Context: an optimization exercise on an open-source flow, tuned for small area and a short achievable clock period. The choices shown serve that exercise and are no tape-out recipe.
No run shown here included a check of the RTL's function; only the layout flow was run.
No activity file was given, so power comes from the tool's default toggle rates.

==> flow/design.v, too long to show whole: its modules and the start of the top module <==
// module fmul36_fa: 10 lines
// module fmul36_ha: 9 lines
// module fmul36: 867 lines
module fmul36 (
    input  wire        clk,
    input  wire        rst,
    input  wire        in_valid,
    input  wire [35:0] a,
    input  wire [35:0] b,
    input  wire [2:0]  rm,
    input  wire        ftz,
    output reg         out_valid,
    output reg  [35:0] result,
    output reg         iv,
    output reg         of,
    output reg         uf,
    output reg         nx
);
  // ...
==> flow/flow/run.sh <==
#!/bin/bash
# The standard layout (bash standard.sh: the standard synthesis and ORFS
# from floorplan to finish), with every port buffered by buf_2 instead of
# the buffer buffer_ports picks by default.
set -euo pipefail
export BUFFER_PORTS_ARGS="-buffer_cell sky130_fd_sc_hd__buf_2"
bash standard.sh > standard.log 2>&1
==> flow/standard.sh <==
#!/bin/bash
# synth_recipe.tcl (not shown) runs the flow's synth.tcl, then flattens the netlist and writes it again
# the make line also repeats each setting of config.mk as NAME=value (left out here)
make -C /OpenROAD-flow-scripts/flow DESIGN_CONFIG=/design/flow/config.mk WORK_HOME=/design/flow/orfs CLKGATE_MAP_FILE= SYNTH_SCRIPT=/design/flow/synth_recipe.tcl "${@:-finish}"
==> flow/config.mk <==
export PLATFORM = sky130hd
export DESIGN_NAME = fmul36
export DESIGN_NICKNAME = fmul36
export VERILOG_FILES = /design/flow/design.v
export SDC_FILE = /design/flow/constraint.sdc
export NUM_CORES = 4
export LEC_CHECK = 0
export CAP_MARGIN = 20
export CORE_MARGIN = 2
export CORE_UTILIZATION = 40
export SLEW_MARGIN = 20
export SYNTH_HIERARCHICAL = 1
export SYNTH_MINIMUM_KEEP_SIZE = 0
==> flow/constraint.sdc <==
create_clock -name core_clock -period 16.5 [get_ports {clk}]
set_input_delay 3.3000 -clock core_clock [delete_from_list [all_inputs] [get_ports {clk}]]
set_output_delay 3.3000 -clock core_clock [all_outputs]
set_load 0.01 [all_outputs]
==> results.sh, run 1 <==
export IMPL_crit_top_cell="o21ai_0"
export IMPL_nClkBuffers=56
export IMPL_synth_edf_count=0
export IMPL_synth_top_flop_cell="dfxtp_1"
export IMPL_critical_path_required_ns=16.97
export IMPL_top_usage_layer="met2"
export IMPL_r2r_end="ks2[4]"
export IMPL_drtPass1Iterations=5
export IMPL_final_nonclk_buf_share_pct=2.96
export IMPL_status="finished clean"
export IMPL_hold_viol=0
export IMPL_largest_reg_flops=54
export IMPL_ys_seq_elements=368
export IMPL_final_cell_area_sq_mm=0.0351
export IMPL_r2r_start="b1[1]"
export IMPL_cp_num_buf_inv=1
export IMPL_seq_area_frac_synth_pct=22.8
export IMPL_cp_end_kind="flop"
export IMPL_fin_util_pct=43.8
export IMPL_period_share_pct=32.9
export IMPL_postSynth_asyncResetShare_pct=0
export IMPL_synth_top_cell_by_area="dfxtp_1"
export IMPL_final_common_cell="xnor2_1"
export IMPL_regArea_sq_mm=0.00737
export IMPL_internal_power_mw=4.13
export IMPL_netlist_area_leader_share_pct=22.8
export IMPL_io_pins=120
export IMPL_path_clk_slew_ns=0.06
export IMPL_nNetsFinal=3987
export IMPL_synthAdderAreaFrac_pct=26.5
export IMPL_drive_gt1_share_pct=11.0
export IMPL_vias_per_cell=6.04
export IMPL_routed_wl_microns=107000
export IMPL_drt_initial_drc_count=3014
export IMPL_p_switching_mw=4.02
export IMPL_routedWlPerCell_microns=23.8
export IMPL_tightest_slew_ns=1.14
export IMPL_route_detailed_drc=0
export IMPL_grt_usage_pct=25.5
export IMPL_maxCapViolations=0
export IMPL_hold_worst_slack_ns=0.322
==> run 2: changes to the inputs <==
--- a/flow/design.v
+++ b/flow/design.v
@@ -126,18 +126,22 @@
     wire [4:0] tza = pos32({5'd0, ma}, 1'b0);
     wire [4:0] tzb = pos32({5'd0, mb}, 1'b0);
     wire [9:0] xa = {1'b0, ea[8:1], ea[0] | a_sub};
     wire [9:0] xb = {1'b0, eb[8:1], eb[0] | b_sub};
     wire [9:0] xs = xa + xb;
     wire [5:0] tzs = {1'b0, tza} + {1'b0, tzb};
     wire [4:0]  k0   = a_sub ? msa : msb;
     wire signed [11:0] d = $signed({2'b00, xs}) + $signed({7'd0, k0}) - 12'sd282;
-    wire [9:0]  lim  = 10'd282 - {5'd0, k0};
-    wire        dneg = (xs < lim);
+    wire [8:0]  eo   = a_sub ? eb : ea;
+    wire [4:0]  th   = 5'd25 - eo[4:0];
+    wire        eo_mid = eo[8] & (eo[7:0] <= 8'd25);
+    wire        dneg_n = !xs[9] & !xs[8];
+    wire        dneg_s = !eo[8] | (eo_mid & (k0 < th));
+    wire        dneg = (a_sub & b_sub) | ((a_sub ^ b_sub) ? dneg_s : dneg_n);
     wire        kbig = (xs < 10'd219);
     wire [5:0]  ktl  = 6'd26 - xs[5:0];
     wire [5:0]  ks   = !dneg ? {1'b0, k0} : (kbig ? 6'd63 : ktl);
     wire [28:0]  bx  = {1'b0, mb, 1'b0};
     wire [27:0]  ae0 = {1'b0, ma};
     wire [27:0]  ae1 = {ma, 1'b0};
     wire [391:0] bp;
     wire [13:0]  bneg, bnn;
==> results.sh, run 2 <==
export IMPL_crit_top_cell="fa_1"
export IMPL_synth_area_top_cells="dfxtp_1, fa_1, xnor2_1, o22ai_1, ha_1"
export IMPL_r2r_slack_ns=11.57
export IMPL_synth_commonest_cells="xnor2_1, o22ai_1, dfxtp_1, fa_1, clkbuf_1"
export IMPL_maxSlewViolCount=0
export IMPL_hold_worst_slack_ns=0.323
export IMPL_drtPass1Iterations=6
export IMPL_route_vias_total=27700
export IMPL_grt_usage_pct=24.8
export IMPL_synth_edf_count=0
export IMPL_cts_tree="done"
export IMPL_postSynth_asyncResetShare_pct=0
export IMPL_final_cell_area_sq_mm=0.0358
export IMPL_io_pins=120
export IMPL_critPathMaxFanout=26
export IMPL_critical_path_slowest_cell="clkinv_1"
export IMPL_hold_end="rc3[1]"
export IMPL_dpl_cell_area_sq_mm=0.0345
export IMPL_routabilityCongestion=0.934
export IMPL_ys_seq_elements=368
export IMPL_core_area_sq_mm=0.0818
export IMPL_synth_top_cell_by_area="dfxtp_1"
export IMPL_max_freq_ghz=0.203
export IMPL_clock_sinks=368
export IMPL_syn_inst=3518
export IMPL_cts_buffers_inserted=40
export IMPL_p_leak_nw=13.9
export IMPL_cp_end_kind="flop"
export IMPL_synth_distinct_cells=104
export IMPL_yosysWarnings=7
export IMPL_path_clk_slew_ns=0.07
export IMPL_r2r_end="csb_r[31]"
export IMPL_worstSetupPathType="reg2reg"
export IMPL_period_share_pct=29.9
export IMPL_start_util_pct=40.3
export IMPL_netlist_area_leader_share_pct=22.4
export IMPL_grt_pass1_wl_microns=165000
export IMPL_rows=105
export IMPL_hp_class="reg2reg"
export IMPL_die_h_microns=291
export IMPL_clockBufferDepth=3
export IMPL_hold_viol=0
export IMPL_multi_input_area_sq_mm=0.0240
export IMPL_cts_resized=0
export IMPL_cts_setup_buffers=0
export IMPL_status="finished clean"
export IMPL_clk_latency_ns=0.61
export IMPL_crit_arrival_ns=5.41
export IMPL_clock_skew_ns=0.0208
export IMPL_fin_crit_ns=4.93
export IMPL_final_cell_mix="xnor2_1, o22ai_1, dfxtp_1"
export IMPL_tns_ns=0
export IMPL_seq_area_frac_synth_pct=22.4
export IMPL_die_area_sq_mm=0.0847
export IMPL_grt_pass1_vias=27800
export IMPL_rsz0062_at_grt="no"
export IMPL_setup_viol=0
export IMPL_start_kind="flop"
export IMPL_drive_gt1_share_pct=12.1
export IMPL_reg_top3="csa_r: 54 flops, csb_r: 53 flops"
export IMPL_slowest_delay_ns=0.82
export IMPL_die_width_microns=291
export IMPL_final_common_cell="xnor2_1"
export IMPL_totalPowerFinal_mw=8.29
export IMPL_fin_util_pct=43.7
export IMPL_holdBufCountCts=0
export IMPL_dp_hpwl_microns=73300
export IMPL_drtAntennaViolNets=0
export IMPL_area_growth_pct=8.67
export IMPL_top_register="csa_r"
export IMPL_power_density_mw_per_mm2=232
export IMPL_routedWlPerCell_microns=23.3
export IMPL_regArea_sq_mm=0.00737
export IMPL_tightest_slew_ns=1.04
export IMPL_peakVddDrop_v=0.000138
export IMPL_slew_headroom_pct=30.1
export IMPL_syn_area_sq_mm=0.0329
export IMPL_vias_per_cell=6.03
export IMPL_drt_initial_drc_count=2924
export IMPL_synth_most_common_cell="xnor2_1"
export IMPL_routed_wl_microns=107000
export IMPL_synth_top_flop_cell="dfxtp_1"
export IMPL_grt_overflow=0
export IMPL_grt_max_degree=60
export IMPL_syn_avg_cell_area_sq_um=9.36
export IMPL_grt_antenna_before_repair=3
export IMPL_maxCapViolations=0
export IMPL_fill_cells=7915
export IMPL_critical_path_required_ns=16.98
export IMPL_r2r_start="b1[23]"
export IMPL_nNetsFinal=4048
export IMPL_worstHoldPathCells=0
export IMPL_h_tree_depth=2
export IMPL_route_detailed_drc=0
export IMPL_crit_path_cell_trace="inv_1 > ha_1 > clkinv_1 > o22ai_1 > xnor2_1 > fa_1 > fa_1 > fa_1 > fa_1 > fa_1"
export IMPL_r2r_cells=10
export IMPL_port_buffers=119
export IMPL_largest_reg_flops=54
export IMPL_worst_hold_startpoint="rc2[1]"
export IMPL_root_buffer="clkbuf_16"
## run 2: cell count changes after synthesis, moves of 6 or more
cell      previous run  this run
nand2b_1            25        33
a31oi_1             19        25
a211o_1              4        10
mux2i_1             56        63
o21ai_1              6        23
nand3_1             39        51
o21ai_0            121        96
a21oi_1            182       162
o21bai_1            28        18
nand2_1            211       188
inv_1              140       153
buf_1               49        40
nor3_1              36        59
a221oi_1            13         4
## run 2: worst max-delay path by stage
stage	cells past startpoint	start	slack, ns	endpoint
finish	10	b1[23]	11.57	csb_r[31]
global route	10	b1[23]	11.41	csb_r[26]
CTS	10	b1[23]	11.63	csb_r[26]
detailed placement	10	b1[23]	11.65	csb_r[26]
global placement	10	b1[23]	11.64	csb_r[32]
floorplan	13	b1[7]	12.00	csb_r[28]
## run 2: power by group
group	total (mW)	switching, mW	internal, mW	leakage, nW
Sequential	1.48	0.188	1.29	3.09
Clock	0.899	0.399	0.500	0.633
Combinational	5.92	3.50	2.42	10.2
## run 2: per-module statistics from Yosys, one instance, submodules excluded
module	area (sq um)	copies in the design
fmul36	26000	1
fmul36_fa	20.0	325
fmul36_ha	12.5	39
## run 2: cell families (layout without fill, tap and decap cells)
group / Yosys count / count (layout) / share of synthesized area (%)
AOI/OAI and AO/OA: 938 / 938 / 18.6
and+or+nand+nor: 685 / 685 / 10.2
adders and majority gates: 481 / 481 / 25.8
buffers and inverters: 453 / 441 / 5.26
xor gates and xnor gates: 445 / 445 / 11.9
DFF: 368 / 368 / 22.4
muxes: 146 / 146 / 5.98
other: 2 / 16 / 0.0228
## run 2: per-stage QoR
step / worst slack [ns] / instances
floorplan: 12.00 / 3531
global placement: 11.64 / 4516
detailed placement: 11.65 / 4516
CTS: 11.63 / 4589
global route: 11.41 / 4589
finish: 11.57 / 4590
## run 2: cell type report
class                   count  area share [%]
flip-flops and latches    368            20.6
well taps                1070            3.74
diodes                      1         0.00699
inverters                 183            1.92
repair buffers            185            3.05
clock inverters            18           0.570
clock buffers              55            3.12
multi-input cells        2710            67.0
## run 2: worst max-delay path: cells and delay by family (launching register included)
family / cells / cell delay (ns)
fa+ha+maj: 6 / 2.71
buf+inv: 2 / 0.92
xor+xnor: 1 / 0.18
flops: 1 / 0.41
compound gates: 1 / 0.56
## run 2: metal layers
layer	GRT usage [%]	wire length (microns)	up-vias
met4	11.5	5390	4
met2	38.4	46600	1592
met1	32.6	44100	13300
met5	0	23	-
met3	5.89	10800	396
li1	-	-	12400
==> run 3: changes to the inputs <==
--- a/flow/config.mk
+++ b/flow/config.mk
@@ -10,3 +10,3 @@
 export CORE_UTILIZATION = 40
-export SLEW_MARGIN = 20
+export SLEW_MARGIN = 60
 export SYNTH_HIERARCHICAL = 1
==> results.sh, run 3 <==
export IMPL_tns_ns=0
export IMPL_syn_area_sq_mm=0.0329
export IMPL_max_freq_ghz=0.213
export IMPL_crit_arrival_ns=5.17
export IMPL_route_vias_total=27800
export IMPL_wl_met2_microns=47300
export IMPL_slowest_delay_ns=0.54
export IMPL_clockBufferDepth=3
export IMPL_h_tree_depth=2
export IMPL_period_share_pct=28.5
export IMPL_cts_buffers_inserted=43
export IMPL_multi_input_area_sq_mm=0.0241
export IMPL_hold_viol=0
export IMPL_route_detailed_drc=0
export IMPL_synth_distinct_cells=104
export IMPL_cts_setup_buffers=0
export IMPL_rsz0062_at_grt="no"
export IMPL_status="finished clean"
export IMPL_m1WireLength_microns=44100
export IMPL_r2r_start="b1[5]"
export IMPL_synth_commonest_cells="xnor2_1, o22ai_1, dfxtp_1, fa_1, clkbuf_1"
export IMPL_start_util_pct=40.3
export IMPL_grt_pass1_wl_microns=165000
export IMPL_routed_wl_microns=107000
export IMPL_seq_area_frac_synth_pct=22.4
export IMPL_port_buffers=119
export IMPL_cts_tree="done"
export IMPL_die_area_sq_mm=0.0847
export IMPL_diodes=0
export IMPL_largest_reg_flops=54
export IMPL_nNetsFinal=4054
export IMPL_clock_sinks=368
export IMPL_fin_crit_ns=4.69
export IMPL_power_density_mw_per_mm2=233
export IMPL_grt_pass1_vias=27700
export IMPL_io_pins=120
export IMPL_grt_antenna_before_repair=4
export IMPL_grt_max_degree=60
export IMPL_core_area_sq_mm=0.0818
export IMPL_critical_path_required_ns=16.97
export IMPL_worstSetupPathType="reg2reg"
export IMPL_crit_top_cell="fa_1"
export IMPL_critical_path_slowest_cell="dfxtp_1"
export IMPL_top_register="csa_r"
export IMPL_drtAntennaViolNets=0
export IMPL_cts_resized=0
export IMPL_dp_hpwl_microns=73500
export IMPL_postSynth_asyncResetShare_pct=0
export IMPL_peakVddDrop_v=0.000128
export IMPL_r2r_end="csb_r[28]"
export IMPL_setup_viol=0
export IMPL_crit_end="csb_r[28]"
export IMPL_reg_top3="csa_r: 54 flops, csb_r: 53 flops"
export IMPL_yosysWarnings=7
export IMPL_dr_wl_met3_microns=10800
export IMPL_die_h_microns=291
export IMPL_r2r_slack_ns=11.81
export IMPL_synth_top_cell_by_area="dfxtp_1"
export IMPL_synth_edf_count=0
export IMPL_hp_class="reg2reg"
export IMPL_routedWlPerCell_microns=23.3
export IMPL_regArea_sq_mm=0.00738
export IMPL_path_clk_slew_ns=0.06
export IMPL_maxSlewViolCount=0
export IMPL_fill_cells=7877
export IMPL_top_layer="met5"
export IMPL_die_width_microns=291
export IMPL_holdBufCountCts=0
export IMPL_grt_overflow=0
export IMPL_dpl_cell_area_sq_mm=0.0346
export IMPL_root_buffer="clkbuf_16"
export IMPL_cp_end_kind="flop"
export IMPL_maxCapViolations=0
export IMPL_area_growth_pct=9.82
export IMPL_start_kind="flop"
export IMPL_critPathMaxFanout=28
export IMPL_p_leak_nw=14.0
export IMPL_startpoint="b1[5]"
export IMPL_ys_seq_elements=368
export IMPL_grt_usage_pct=24.8
export IMPL_final_common_cell="xnor2_1"
export IMPL_synth_top_flop_cell="dfxtp_1"
export IMPL_tightest_slew_ns=0.630
export IMPL_clock_skew_ns=0.0236
export IMPL_final_cell_mix="xnor2_1, o22ai_1, dfxtp_1"
export IMPL_rows=105
export IMPL_r2r_cells=11
export IMPL_clk_latency_ns=0.60
export IMPL_synth_most_common_cell="xnor2_1"
export IMPL_vias_per_cell=6.04
export IMPL_syn_inst=3518
export IMPL_syn_avg_cell_area_sq_um=9.36
export IMPL_drive_gt1_share_pct=13.0
export IMPL_drtPass1Iterations=6
export IMPL_routabilityCongestion=0.934
export IMPL_final_cell_area_sq_mm=0.0362
export IMPL_drt_initial_drc_count=3008
export IMPL_crit_path_cell_trace="inv_1 > ha_1 > nor2_1 > inv_4 > xnor2_1 > fa_1 > fa_1 > fa_1 > fa_1 > fa_1 > fa_1"
export IMPL_netlist_area_leader_share_pct=22.4
export IMPL_slew_headroom_pct=58.0
export IMPL_synth_area_top_cells="dfxtp_1, fa_1, xnor2_1, o22ai_1, ha_1"
-- run 3: worst min-delay path by stage --
| stage | start | endpoint | slack, ns | cells past startpoint |
|---|---|---|---|---|
| after floorplan | ftz2 | ftz3 | 0.31 | 0 |
| after global placement | ftz3 | ftz4 | 0.31 | 0 |
| after detailed placement | ftz3 | ftz4 | 0.31 | 0 |
| after CTS | ftz3 | ftz4 | 0.33 | 0 |
| after global routing | sp_inf3 | sp_inf4 | 0.33 | 0 |
| final | sp_inf3 | sp_inf4 | 0.33 | 0 |
-- run 3: layer usage --
metal | vias up | global-route usage (%)
met1 | 13400 | 32.7
met5 | - | 0
met3 | 350 | 5.60
met2 | 1586 | 38.8
li1 | 12500 | -
met4 | 6 | 11.0
-- run 3: cells by family after synthesis --
logic type	count (synthesis)	synth area share, %
AO/OA/AOI/OAI	938	18.6
XOR/XNOR	445	11.9
adder cells (fa/ha/maj)	481	25.8
buffers and inverters	453	5.26
flip-flops	368	22.4
multiplexers	146	5.98
other	2	0.0228
AND/OR/NAND/NOR	685	10.2
-- run 3: area by class of cell --
cell class                 instances  share of cell area (%)
timing repair buffer             188                    3.25
clock inverter                    22                   0.782
tap                             1070                    3.70
clock buffer                      58                    3.30
multi-input combinational       2710                    66.6
sequential                       368                    20.4
inverter                         183                    1.99
-- run 3: worst max-delay path: cells and delay by family (launching register included) --
family | cells | cell delay, ns
XOR/XNOR | 1 | 0.31
adder cells (fa/ha/maj) | 7 | 2.93
buffers and inverters | 2 | 0.42
flip-flops | 1 | 0.54
AND/OR/NAND/NOR | 1 | 0.33
-- run 3: per-stage QoR --
stage	hold slack, ns	utilization [%]	instances	power, mW	setup slack (ns)
global route	0.329	44.2	4599	9.07	11.68
finish	0.326	44.2	4599	8.42	11.81
global placement	0.310	42.1	4516	7.15	11.64
floorplan	0.310	-	3531	5.44	12.00
CTS	0.326	44.1	4597	8.30	11.87
detailed placement	0.312	42.3	4517	7.28	11.86
-- run 3: modules after synthesis, one instance, submodules excluded --
module,flops+latches,cells inside,copies in the design
fmul36_fa,0,1,325
fmul36,368,3154,1
fmul36_ha,0,1,39
-- run 3: power by group --
part / total, mW / leakage [nW] / internal (mW) / switching [mW]
Clock: 0.979 / 0.710 / 0.568 / 0.411
Combinational: 5.96 / 10.2 / 2.44 / 3.52
Sequential: 1.48 / 3.09 / 1.29 / 0.189
Total: 8.42 / 14.0 / 4.30 / 4.12
==> run 4: changes to the inputs <==
--- a/flow/config.mk
+++ b/flow/config.mk
@@ -7,6 +7,6 @@
 export LEC_CHECK = 0
-export CAP_MARGIN = 20
+export CAP_MARGIN = 60
 export CORE_MARGIN = 2
 export CORE_UTILIZATION = 40
-export SLEW_MARGIN = 60
+export SLEW_MARGIN = 20
 export SYNTH_HIERARCHICAL = 1
==> results.sh, run 4 <==
export IMPL_fin_util_pct=44.7
export IMPL_io_pins=120
export IMPL_worst_hold_startpoint="ovf_inf2"
export IMPL_start_util_pct=40.3
export IMPL_grt_pass1_vias=28000
export IMPL_routabilityCongestion=0.934
export IMPL_yosysWarnings=7
export IMPL_postSynth_asyncResetShare_pct=0
export IMPL_cts_tree="done"
export IMPL_final_cell_mix="xnor2_1, o22ai_1, dfxtp_1"
export IMPL_die_h_microns=291
export IMPL_port_buffers=119
export IMPL_dpl_cell_count=4550
export IMPL_syn_avg_cell_area_sq_um=9.36
export IMPL_crit_arrival_ns=5.24
export IMPL_cts_buffers_inserted=42
export IMPL_syn_inst=3518
export IMPL_ys_seq_elements=368
export IMPL_final_cell_area_sq_mm=0.0366
export IMPL_grt_overflow=0
export IMPL_rsz0062_at_grt="no"
export IMPL_crit_top_cell="fa_1"
export IMPL_r2r_start="b1[21]"
export IMPL_slowest_delay_ns=0.53
export IMPL_final_common_cell="xnor2_1"
export IMPL_cp_end_kind="flop"
export IMPL_hold_viol=0
export IMPL_fill_cells=7812
export IMPL_rows=105
export IMPL_clk_latency_ns=0.61
export IMPL_grt_max_degree=59
export IMPL_route_vias_total=28100
export IMPL_critPathMaxFanout=16
export IMPL_synth_edf_count=0
export IMPL_maxSlewViolCount=0
export IMPL_totalPowerFinal_mw=8.46
export IMPL_seq_area_frac_synth_pct=22.4
export IMPL_drt_initial_drc_count=3046
export IMPL_h_tree_depth=2
export IMPL_holdBufCountCts=0
export IMPL_setup_viol=0
export IMPL_tns_ns=0
export IMPL_path_clk_slew_ns=0.06
export IMPL_clock_sinks=368
export IMPL_routed_wl_microns=108000
export IMPL_grt_pass1_wl_microns=167000
export IMPL_fin_crit_ns=4.77
export IMPL_nNetsFinal=4087
export IMPL_hp_class="reg2reg"
export IMPL_synth_distinct_cells=104
export IMPL_start_kind="flop"
export IMPL_synth_most_common_cell="xnor2_1"
export IMPL_root_buffer="clkbuf_16"
export IMPL_vias_per_cell=6.07
export IMPL_clock_skew_ns=0.0246
export IMPL_maxCapViolations=0
export IMPL_tightest_slew_ns=0.624
export IMPL_cp_num_buf_inv=3
export IMPL_area_growth_pct=11.1
export IMPL_cts_resized=0
export IMPL_synth_commonest_cells="xnor2_1, o22ai_1, dfxtp_1, fa_1, clkbuf_1"
export IMPL_critical_path_required_ns=16.97
export IMPL_period_share_pct=28.9
export IMPL_startpoint="b1[21]"
export IMPL_cts_setup_buffers=0
export IMPL_largest_reg_flops=54
export IMPL_max_freq_ghz=0.210
export IMPL_reg_top3="csa_r: 54 flops, csb_r: 53 flops"
export IMPL_p_leak_nw=14.3
export IMPL_crit_path_cell_trace="inv_1 > ha_1 > nor2_1 > inv_2 > buf_16 > xnor2_1 > fa_1 > fa_1 > fa_1 > fa_1 > fa_1"
export IMPL_route_detailed_drc=0
export IMPL_synth_area_top_cells="dfxtp_1, fa_1, xnor2_1, o22ai_1, ha_1"
export IMPL_core_area_sq_mm=0.0818
export IMPL_worstSetupPathType="reg2reg"
export IMPL_grt_usage_pct=25.0
export IMPL_clockBufferDepth=3
export IMPL_dpl_cell_area_sq_mm=0.0351
export IMPL_grt_antenna_before_repair=1
export IMPL_netlist_area_leader_share_pct=22.4
export IMPL_dp_hpwl_microns=75300
export IMPL_status="finished clean"
export IMPL_drive_gt1_share_pct=13.2
export IMPL_syn_area_sq_mm=0.0329
export IMPL_synth_top_flop_cell="dfxtp_1"
export IMPL_power_density_mw_per_mm2=231
export IMPL_drtPass1Iterations=7
export IMPL_slew_headroom_pct=58.1
export IMPL_drtAntennaViolNets=0
export IMPL_critical_path_slowest_cell="dfxtp_1"
export IMPL_routedWlPerCell_microns=23.2
export IMPL_die_area_sq_mm=0.0847
export IMPL_peakVddDrop_v=0.000132
export IMPL_crit_family="adder cells"
export IMPL_top_register="csa_r"
export IMPL_final_cells=4632
export IMPL_die_width_microns=291
export IMPL_synth_top_cell_by_area="dfxtp_1"
==> run 4: cell counts after synthesis <==
Identical to the previous run, type by type.
==> run 4: kinds of logic after synthesis <==
kind of cell	count (synthesis)	synth area share, %
other cells	2	0.0228
mux	146	5.98
buf+inv	453	5.26
compound gates	938	18.6
flops	368	22.4
xor+xnor	445	11.9
fa+ha+maj	481	25.8
simple gates	685	10.2
==> run 4: cell type report <==
class | instances | area [sq um] | share of cell area [%]
Multi-Input combinational cell | 2710 | 24000 | 65.5
Clock buffer | 59 | 1220 | 3.35
Clock inverter | 19 | 274 | 0.748
Antenna cell | 1 | 2.50 | 0.00684
Inverter | 183 | 687 | 1.88
Timing Repair Buffer | 222 | 1730 | 4.73
Sequential cell | 368 | 7370 | 20.1
Tap cell | 1070 | 1340 | 3.66
==> run 4: per-module statistics from Yosys (local to each module, per instance) <==
| module | cell area [sq um] | times used |
|---|---|---|
| fmul36_fa | 20.0 | 325 |
| fmul36 | 26000 | 1 |
| fmul36_ha | 12.5 | 39 |
==> run 4: per-stage QoR <==
stage	worst slack, ns	hold WS (ns)
after floorplan	12.00	0.310
after global placement	11.64	0.310
after detailed placement	11.81	0.313
after CTS	11.78	0.327
after global routing	11.62	0.330
final	11.74	0.326
==> run 4: layer usage <==
metal / share of wire, % / wire length [microns] / global-route usage, %
met1: 41 / 44200 / 33.1
met2: 43 / 46800 / 38.5
met3: 10 / 11000 / 6.01
met4: 5.2 / 5550 / 11.7
met5: 0.012 / 13 / 0
==> run 4: path summary, 6_finish.rpt <==
path                to  slack, ns  depth (start not counted)
max          csb_r[28]      11.74                         11
min           ovf_inf3       0.33                          0
max reg2reg  csb_r[28]      11.74                         11
min reg2reg   ovf_inf3       0.33                          0
==> run 4: report_power, final <==
part	total, mW	internal (mW)	switching, mW
registers	1.47	1.29	0.186
logic	5.99	2.48	3.52
clock network	0.996	0.578	0.417

==> what the ideal ports hide <==
No port has a modelled driver above. Below, the same layouts with a new extraction and two added sets of constraints.
Step 1 sets driving cells, clkbuf_16 on the clock port and buf_2 on the other inputs (assumed; they add their load-dependent delay and slew).
Step 2 also shifts input and output timing later by t, the mid clock arrival at the registers, as if the neighbouring blocks saw the same clock.
Three values: ideal ports, drivers, drivers and shift; two values: the first two.
run | shift t [ns] | slack for setup (ns) | hold WS [ns] | worst setup path after step 2 | slew at the worst register clock pin (ns)
run 1 | 0.670 | 11.065 / 11.065 / 11.065 | 0.322 / 0.322 / 0.322 | register to register | 0.08 / 0.08
run 2 | 0.659 | 11.574 / 11.574 / 11.574 | 0.323 / 0.323 / 0.323 | register to register | 0.08 / 0.08
run 3 | 0.659 | 11.806 / 11.806 / 11.806 | 0.326 / 0.326 / 0.326 | register to register | 0.08 / 0.08
run 4 | 0.659 | 11.735 / 11.735 / 11.735 | 0.326 / 0.326 / 0.326 | register to register | 0.08 / 0.08
After both steps setup and hold are still met in every run listed.
